This design comes from an exercise in tuning for small area on the open sky130 flow, not from production work.
In this exercise RTL edits were held to simulation tests only and were not proved equivalent to the original.
Power figures rest on the tool's default switching activity, not on a simulated workload.

Design irsar_link_rx, start of the top module:
module irsar_link_rx (
    input  wire        clk,
    input  wire        rst,           
    input  wire        sym_valid,
    input  wire [9:0]  sym,           
    output wire        pay_valid,
    output wire [7:0]  pay_data,
    output reg  [6:0]  pay_index,
    output wire        hdr_valid,
    output wire [7:0]  hdr_opc,
    output wire [7:0]  hdr_hop,
    output wire [2:0]  hdr_tag,
    output wire        hdr_rsp,
    output wire        hdr_late,
    output wire        hdr_lin,
    output reg  [6:0]  hdr_len,
    output wire        frm_done,
    output wire        frm_ok,
    output wire [2:0]  frm_err,
    output wire [15:0] frm_crc,
    output reg         in_frame,
    output reg         rd_pos,
    output wire [15:0] cnt_ok,
    output wire [15:0] cnt_rej,
    output wire [15:0] cnt_cerr
);
Size in the first run: roughly 580 cells after synthesis, about 100 flip-flops, about 130 I/O pins.
==> module irsar_satcnt, before the edit <==
module irsar_satcnt (
    input  wire        clk,
    input  wire        rst,
    input  wire        inc,
    output reg  [15:0] q
);
    wire       lo_ones = &q[7:0];
    wire       sat_inc = inc & lo_ones & (&q[15:8]);    
    reg [15:0] t;       
    reg [15:0] n;
    integer k;
    always @* begin
        t[0] = inc;
        for (k = 0; k < 8; k = k + 1)
            t[k+1] = t[k] & q[k];
        t[8] = inc & lo_ones;
        for (k = 8; k < 15; k = k + 1)
            t[k+1] = t[k] & q[k];
        for (k = 0; k < 16; k = k + 1)
            n[k] = (q[k] ^ t[k]) | sat_inc;   
    end
    always @(posedge clk)
        if (rst) q <= 16'h0000;
        else     q <= n;
endmodule
export LEC_CHECK = 0
export CAP_MARGIN = 20
export CORE_MARGIN = 2
export CORE_UTILIZATION = 40
export GPL_TIMING_DRIVEN = 0
export SLEW_MARGIN = 20
export BUFFER_PORTS_ARGS = -buffer_cell sky130_fd_sc_hd__buf_1
export CTS_ARGS = -sink_clustering_enable -repair_clock_nets -dont_use_dummy_load -buf_list sky130_fd_sc_hd__clkbuf_8 -sink_clustering_size 24 -sink_clustering_max_diameter 60
export REMOVE_ABC_BUFFERS = 1
create_clock -name core_clock -period 8.0 [get_ports {clk}]
standard.sh (not shown) runs the stock make flow with config.mk's settings and CLKGATE_MAP_FILE= SYNTH_SCRIPT=/design/flow/synth_recipe.tcl, a recipe that flattens the netlist after the stock synthesis.
==> flow/flow/run.sh <==
#!/bin/bash
# Layout flow: the standard ORFS flow (standard.sh) with three changes that only make
# the layout smaller:
#  - synthesis is the standard flow's own script with an area-oriented ABC mapping script (area.abc)
#    in place of ORFS's delay-oriented one; registers come out as in the standard synthesis
#  - the port buffers are the smallest buffer cell (each output drives a fixed 0.01 pF)
#  - extra ORFS settings from extra.mk, if present
set -euo pipefail
here=$(pwd)
export AREA_ABC_SCRIPT=$here/flow/area.abc
export FLOW_SYNTH_TCL=$here/synth_recipe.tcl
cat >> config.mk <<'CFG'
export BUFFER_PORTS_ARGS = -buffer_cell sky130_fd_sc_hd__buf_1
CFG
if [[ -f flow/extra.mk ]]; then cat flow/extra.mk >> config.mk; fi
bash standard.sh SYNTH_SCRIPT=$here/flow/area_synth.tcl finish > standard_flow.log 2>&1
Other scripts of this flow, unchanged in this note and not shown: flow/flow/area.abc, flow/flow/area_synth.tcl, flow/flow/extra.mk
The starting point passed the timing, DRC and antenna checks.
Rerun with:
--- a/flow/design.v
+++ b/flow/design.v
@@ -417,23 +417,22 @@
     input  wire        rst,
     input  wire        inc,
     output reg  [15:0] q
 );
     wire       lo_ones = &q[7:0];
-    wire       sat_inc = inc & lo_ones & (&q[15:8]);    
-    reg [15:0] t;       
+    reg [16:0] t;       
     reg [15:0] n;
     integer k;
     always @* begin
         t[0] = inc;
         for (k = 0; k < 8; k = k + 1)
             t[k+1] = t[k] & q[k];
         t[8] = inc & lo_ones;
-        for (k = 8; k < 15; k = k + 1)
+        for (k = 8; k < 16; k = k + 1)
             t[k+1] = t[k] & q[k];
         for (k = 0; k < 16; k = k + 1)
-            n[k] = (q[k] ^ t[k]) | sat_inc;   
+            n[k] = (q[k] ^ t[k]) | t[16];     
     end
     always @(posedge clk)
         if (rst) q <= 16'h0000;
         else     q <= n;
 endmodule
Outcome: The changed run completed with no timing, DRC or antenna violations. Cell area grows by 0.87%. Wire length rises by 0.89%. Clock-buffer cell count stays the same. Total power is about the same. Die area barely changes. Core utilization went up by 0.40 points. First-iteration DRC count falls by 29%. Clock skew hardly moves. Sequential share of layout area drops by 0.34 points. Worst setup slack degrades by 0.30 ns. Fmax fell by 4.0%. Critical path depth came out lower by 3. Non-clock buffer count is unchanged.

## re-timing with driven ports
Ports are ideal in the flow. The routed layouts listed here were re-timed in OpenROAD.
Step 1: set_driving_cell puts a clkbuf_16 on clk and a buf_2 on each other input, an assumption about the parent block.
Step 2, shift: input delay + t, output delay - t, t = (earliest + latest rising clock arrival at the registers) / 2. This alone moves slack from input paths to output paths.
Three values: ideal ports, drivers, drivers and shift; two values: the first two.
run	t (ns)	setup WS [ns]	hold slack, ns
the first run	0.400	0.754 / 0.766 / 0.366	0.511 / 0.511 / 0.511
the second run	0.401	0.455 / 0.471 / 0.070	0.494 / 0.494 / 0.494
After both steps setup and hold are still met in every run listed. The setup slack of the first run, which loses most, moves by +0.012 ns with the drivers and by -0.388 ns with both steps.
